This is an optimization exercise on Yosys and OpenROAD, whose aim is small area, a short achievable clock period and few clock cycles per item, not a production implementation. In this exercise RTL edits were held to simulation tests only and were not proved equivalent to the original.

## damask_px
module damask_px (
    input  wire         clk,
    input  wire         rst,         
    input  wire         start,       
    input  wire [47:0]  l16,         
    input  wire [15:0]  seam,        
    input  wire [15:0]  lscale,      
    input  wire [191:0] m,           
    input  wire [47:0]  ug,          
    input  wire [47:0]  uo,          
    input  wire [143:0] c_mat,       
    input  wire [47:0]  ga,          
    input  wire [23:0]  lgo,         
    input  wire [11:0]  cls,         
    input  wire [2:0]   pfl,         
    input  wire         dark,        
    input  wire         lowg_en,
    input  wire         dither_en,
    input  wire [1:0]   pos_u,       
    input  wire [1:0]   pos_v,       
    output reg          lg_rd,       
    output reg  [3:0]   lg_cls,      
    output reg  [5:0]   lg_idx,      
    input  wire [15:0]  lg_data,     
    output reg          done,        
    output wire [47:0]  code,        
    output reg  [2:0]   clip         
);
Size: ~690 I/O pins, roughly 33,000 um^2 of cells after synthesis.
==> flow/config.mk <==
export PLATFORM = sky130hd
export DESIGN_NAME = damask_px
export DESIGN_NICKNAME = damask_px
export VERILOG_FILES = /design/flow/design.v
export SDC_FILE = /design/flow/constraint.sdc
export NUM_CORES = 4
export LEC_CHECK = 0
export ABC_AREA = 1
export CAP_MARGIN = 20
export CORE_MARGIN = 2
export CORE_UTILIZATION = 40
export CTS_BUF_LIST = sky130_fd_sc_hd__clkbuf_8
export SLEW_MARGIN = 20
==> flow/constraint.sdc <==
create_clock -name core_clock -period 18.0 [get_ports {clk}]
set_input_delay 3.6000 -clock core_clock [delete_from_list [all_inputs] [get_ports {clk}]]
set_output_delay 3.6000 -clock core_clock [all_outputs]
set_load 0.01 [all_outputs]
standard.sh (not shown) runs the stock make flow with config.mk's settings and CLKGATE_MAP_FILE= SYNTH_SCRIPT=/design/flow/synth_recipe.tcl, a recipe that flattens the netlist after the stock synthesis.
==> flow/flow/run.sh <==
#!/bin/bash
# The standard layout (standard.sh, unchanged synthesis, floorplan,
# placement, CTS and routing), with two settings changed:
#  - ORFS's timing repair aims at a 5 ns critical path: a setup slack margin
#    of 13 ns on the design's 18 ns clock;
#  - every input and output port is buffered with buf_1, the smallest buffer (the default pick
#    is a slow delay buffer).
# The clock and the constraints are the design's.
set -euo pipefail
bash standard.sh SETUP_SLACK_MARGIN=13 "BUFFER_PORTS_ARGS=-buffer_cell sky130_fd_sc_hd__buf_1" finish > layout.log 2>&1
Testbench counts at the start, summed over its fixed seeds: cycles 313,241, pixels 9,600.
==> next run, changes <==
--- a/flow/design.v
+++ b/flow/design.v
@@ -59,13 +59,12 @@
     reg [3:0]  tq0, tq1, tq2;    
     reg [2:0]  off;              
     reg        lowg_r;
     reg [2:0]  need;             
     reg [1:0]  ord0, ord1, ord2;
     reg [1:0]  nlg;
-    reg        early;            
     assign code = {xr2[15:0], xr1[15:0], xr0[15:0]};
     function [3:0] dither_t;
         input [1:0] row;
         input [1:0] col;
         case ({row, col})
             4'h0: dither_t = 4'd0;   4'h1: dither_t = 4'd8;
@@ -129,16 +128,15 @@
             6'd30: mainop = 19'h3841c;    
             6'd31: mainop = 19'h3a45d;    
             6'd32: mainop = 19'h3c49e;    
             default: mainop = 19'h00000;
         endcase
     endfunction
-    wire [5:0] lc    = cyc - (early ? 6'd31 : 6'd32);
+    wire [5:0] lc    = cyc - 6'd32;
+    wire       in_lg = run && (cyc >= 6'd32);
     wire       eval  = run && (cyc == 6'd31);
-    wire       in_lg = run && ((cyc >= 6'd32) || (eval && early));
-    wire       rd30  = run && (cyc == 6'd30) && (need[0] || need[1]);
     reg [1:0] e_ord0, e_ord1, e_ord2, e_n;
     always @(*) begin
         e_ord0 = 2'd0; e_ord1 = 2'd0; e_ord2 = 2'd2; e_n = 2'd0;
         case (need)
             3'b001: begin e_ord0 = 2'd0; e_n = 2'd1; end
             3'b010: begin e_ord0 = 2'd1; e_n = 2'd1; end
@@ -147,28 +145,23 @@
             3'b101: begin e_ord0 = 2'd0; e_ord1 = 2'd2; e_n = 2'd2; end
             3'b110: begin e_ord0 = 2'd1; e_ord1 = 2'd2; e_n = 2'd2; end
             3'b111: begin e_ord0 = 2'd0; e_ord1 = 2'd1; e_n = 2'd3; end
             default: ;
         endcase
     end
-    wire [1:0]  o0 = eval ? e_ord0 : ord0;
-    wire [1:0]  o1 = eval ? e_ord1 : ord1;
-    wire [1:0]  o2 = eval ? e_ord2 : ord2;
-    wire [1:0]  nl = eval ? e_n : nlg;
     wire [5:0]  rn      = lc + 6'd1;
-    wire        rn_v    = (rn < {3'd0, nl, 1'b0});
-    wire [1:0]  rn_lamp = ordk(rn[2:1], o0, o1, o2);
-    wire [1:0]  rd_lamp = rd30 ? (need[0] ? 2'd0 : 2'd1) :
-                          ((eval && !early) ? e_ord0 : rn_lamp);
+    wire        rn_v    = (rn < {3'd0, nlg, 1'b0});
+    wire [1:0]  rn_lamp = ordk(rn[2:1], ord0, ord1, ord2);
+    wire [1:0]  rd_lamp = eval ? e_ord0 : rn_lamp;
     wire [20:0] xq_rd   = sel3(rd_lamp, xr0, xr1, xr2);
     wire [3:0]  tq_rd   = (rd_lamp == 2'd0) ? tq0 : ((rd_lamp == 2'd1) ? tq1 : tq2);
     wire [13:0] q_rd    = xq_rd[13:0] - {10'd0, tq_rd};
     wire [5:0]  ln      = lc + 6'd1;
     wire [1:0]  lk      = ln[0] ? ln[2:1] : (ln[2:1] - 2'd1);
-    wire        lk_v    = (ln != 6'd0) && (ln < {3'd0, nl, 1'b0} + 6'd1);
-    wire [1:0]  lk_lamp = ordk(lk, o0, o1, o2);
+    wire        lk_v    = (ln != 6'd0) && (ln < {3'd0, nlg, 1'b0} + 6'd1);
+    wire [1:0]  lk_lamp = ordk(lk, ord0, ord1, ord2);
     wire [18:0] lgop    = !lk_v ? 19'd0 :
                           {(ln[0] ? T_L1 : T_L2), lk_lamp, !ln[0], 1'b0,
                            A_LG, lk_lamp, (ln[0] ? B_F1 : B_F)};
     wire [18:0] p_nx = in_lg ? lgop :
                        (eval || !run) ? 19'd0 : mainop(cyc + 6'd2);
     wire bo0 = bop[0] ^ 1'b0;
@@ -951,26 +944,24 @@
             end else begin
                 cyc <= cyc + 6'd1;
                 if (fin30) begin
                     done <= 1'b1;
                     run  <= 1'b0;
                 end
-                if (run && cyc == 6'd30)
-                    early <= rd30;
-                if (rd30 || (eval && !early)) begin
+                if (eval) begin
                     lg_rd  <= 1'b1;
-                    lg_cls <= cls[4*rd_lamp +: 4];
+                    lg_cls <= cls[4*e_ord0 +: 4];
                     lg_idx <= {1'b0, q_rd[13:9]};
                 end
                 if (in_lg) begin
                     if (rn_v) begin
                         lg_rd  <= 1'b1;
                         lg_cls <= cls[4*rn_lamp +: 4];
                         lg_idx <= {1'b0, q_rd[13:9]} + {5'd0, rn[0]};
                     end
-                    if (lc == {3'd0, nl, 1'b0} + 6'd2) begin
+                    if (lc == {3'd0, nlg, 1'b0} + 6'd2) begin
                         done <= 1'b1;
                         run  <= 1'b0;
                     end
                 end
             end
         end
What happened:
- core utilization came out lower by 0.31 points
- die area is lower slightly
- area after synthesis falls slightly
- sequential share of layout area increases by 0.46 points
- register-to-register slack improves by 0.03 ns
- synthesized cell count went down by a few percent
- maximum frequency grows by a few percent
- clock-buffer cell count went down by 6
- final cell count goes down by a few percent
- first-iteration DRC count came out lower by about a fifth
- final area goes down by a few percent
Testbench counts after the change, summed over its fixed seeds: cycles 315,254, pixels 9,600.

* * *

damask_px, a different RTL version from the one above (not shown whole).
For scale: roughly 32000 sq um of cells after synthesis.
clock: 18.0 ns
lec_check: 0
abc_area: 1
cap_margin: 20
core_margin: 2
core_utilization: 40
cts_buf_list: sky130_fd_sc_hd__clkbuf_8
slew_margin: 20
Scripts as last shown in full above: flow/flow/run.sh
Testbench counts at the start, summed over its fixed seeds: cycles 315,254, pixels 9,600.
==> next run, changes <==
--- a/flow/design.v
+++ b/flow/design.v
@@ -757,17 +757,17 @@
     reg [1:0]  smode;        
     always @(*) begin
         smode = 2'd0;
         case (t2_typ)
             T_X:     begin v = {{5{s[37]}}, s[37:14]}; smode = 2'd2; end
             T_D,
             T_H:     v = {{4{s[37]}}, s[37:13]};
             T_Q:     begin v = {{5{s[37]}}, s[37:14]}; smode = 2'd1; end
-            T_LGO:   v = {{13{s[37]}}, s[37:22]};       
+            T_LGO:   v = {{5{s[37]}}, s[37:14]};
             T_L2:    begin v = {{4{s[37]}}, s[37:13]}; smode = 2'd1; end
             default: v = {{6{s[37]}}, s[37:15]};         
         endcase
     end
     reg  [3:0] t2_t;
     reg        t2_off;
     always @(*) begin
         case (t2_i)
@@ -805,17 +805,17 @@
     wire [8:0]  f_sel = xsel[8:0] - {5'd0, tsel};           
     reg  [20:0] a_nx;
     always @(*) begin
         if (!run) a_nx = {5'd0, seam};
         else case (p_as)
             A_G:     a_nx = r;
             A_XS:    a_nx = xsel;
             A_DS:    a_nx = dsel;
-            A_QN:    a_nx = {6'd0, {1'b1, 10'd0, tsel} - xsel[14:0]};    
+            A_QN:    a_nx = {7'd1, 10'd0, tsel} - {1'b0, xsel[19:0]};
             A_LG:    a_nx = {5'd0, lg_data};
             default: a_nx = xsel;
         endcase
     end
     reg [16:0] b_nx;
     always @(*) begin
         if (!run) b_nx = {1'b0, lscale};
         else case (p_bs)
@@ -841,19 +841,19 @@
             6'd20: b_nx = {c_mat[79], c_mat[79:64]};           
             6'd21: b_nx = {c_mat[95], c_mat[95:80]};           
             6'd22: b_nx = {c_mat[111], c_mat[111:96]};         
             6'd23: b_nx = {c_mat[127], c_mat[127:112]};        
             6'd24: b_nx = {c_mat[143], c_mat[143:128]};        
             6'd25: b_nx = {1'b0, ga[15:0]};                    
             6'd26: b_nx = {1'b0, ga[31:16]};                   
             6'd27: b_nx = {1'b0, ga[47:32]};                   
-            6'd28: b_nx = {lgo[7], lgo[7:0], 8'd0};             
-            6'd29: b_nx = {lgo[15], lgo[15:8], 8'd0};           
-            6'd30: b_nx = {lgo[23], lgo[23:16], 8'd0};          
+            6'd28: b_nx = {{9{lgo[7]}}, lgo[7:0]};             
+            6'd29: b_nx = {{9{lgo[15]}}, lgo[15:8]};           
+            6'd30: b_nx = {{9{lgo[23]}}, lgo[23:16]};          
             6'd31: b_nx = {7'd0, 10'd512 - {1'b0, f_sel}};     
             6'd32: b_nx = {8'd0, f_sel};                       
             default: b_nx = 17'd0;
         endcase
     end
     reg  [37:0] acc_nx;
     wire [15:0] m3_1 = m[16*(4*t1_i+3) +: 16];
     wire [15:0] uo_1 = uo[16*t1_i +: 16];
@@ -865,18 +865,18 @@
             acc_nx = s;
         else case (t1_typ)
             T_G:   acc_nx = 38'd16384;
             T_X:   acc_nx = 38'd8192;
             T_D:   acc_nx = {{6{m3_1[15]}}, m3_1, 16'h1000};
             T_E:   acc_nx = {{7{uo_1[15]}}, uo_1, 15'h4000};
             T_H:   acc_nx = 38'd4096;
             T_Q:   acc_nx = {24'd0, tq_1, 10'h200};
-            T_LGO: acc_nx = {12'd0, tq_1, 22'h200000};
-            T_L1:  acc_nx = {{19{dr_1[9]}}, dr_1[9:0], 9'h100};
+            T_LGO: acc_nx = {20'd0, tq_1, 14'h2000};
+            T_L1:  acc_nx = {{8{dr_1[20]}}, dr_1, 9'h100};
             default: ;
         endcase
     end
     wire wr_x = (t2_typ == T_X) || (t2_typ == T_H && t2_last) ||
                 (t2_typ == T_Q) || (t2_typ == T_L2);
     wire wr_d = (t2_typ == T_D && t2_last) || (t2_typ == T_E) ||
                 (t2_typ == T_LGO) || (t2_typ == T_G);
     always @(posedge clk) begin
=>
- worst setup slack loses 0.040 ns
- cell area rose by 1.7%
- cell count climbs by 2.1%
- global-route usage came out higher by 0.71 points
- die area went up by 1.5%
- area after synthesis rises by 1.6%
- critical path depth does not change
- via count increases by 3.7%
- maximum frequency falls by 0.80%
- utilization barely changes
Testbench counts after the change, summed over its fixed seeds: cycles 315,254, pixels 9,600.

separate check: timing with driven ports:
In the flow no input, the clock included, has a driving cell. The finished layouts below were timed again as built, in two steps.
Step 1 sets driving cells, clkbuf_16 on the clock port and buf_2 on the other inputs (assumed; they add their load-dependent delay and slew).
Step 2 also shifts input and output timing later by t, the mid clock arrival at the registers, as if the neighbouring blocks saw the same clock.
Slacks: ideal ports / drivers / drivers and shift; pairs: ideal ports / drivers.
run	t (ns)	setup slack, ns	hold WS [ns]	worst register clock-pin slew, ns	pins driven straight from the clock port
the first run of note 1	0.751	12.575 / 12.590 / 11.839	0.410 / 0.410 / 0.410	0.07 / 0.07	1
the second run of note 1	0.756	12.813 / 12.846 / 12.089	0.399 / 0.399 / 0.399	0.07 / 0.07	1
the first run of note 2	0.772	13.032 / 12.959 / 12.395	0.411 / 0.411 / 0.411	0.07 / 0.07	1
the second run of note 2	0.756	12.992 / 12.922 / 12.327	0.394 / 0.394 / 0.394	0.08 / 0.08	1
After both steps every run listed still meets setup and hold. The setup slack of the first run of note 1, which loses most, moves by +0.015 ns with the drivers and by -0.736 ns with both steps.
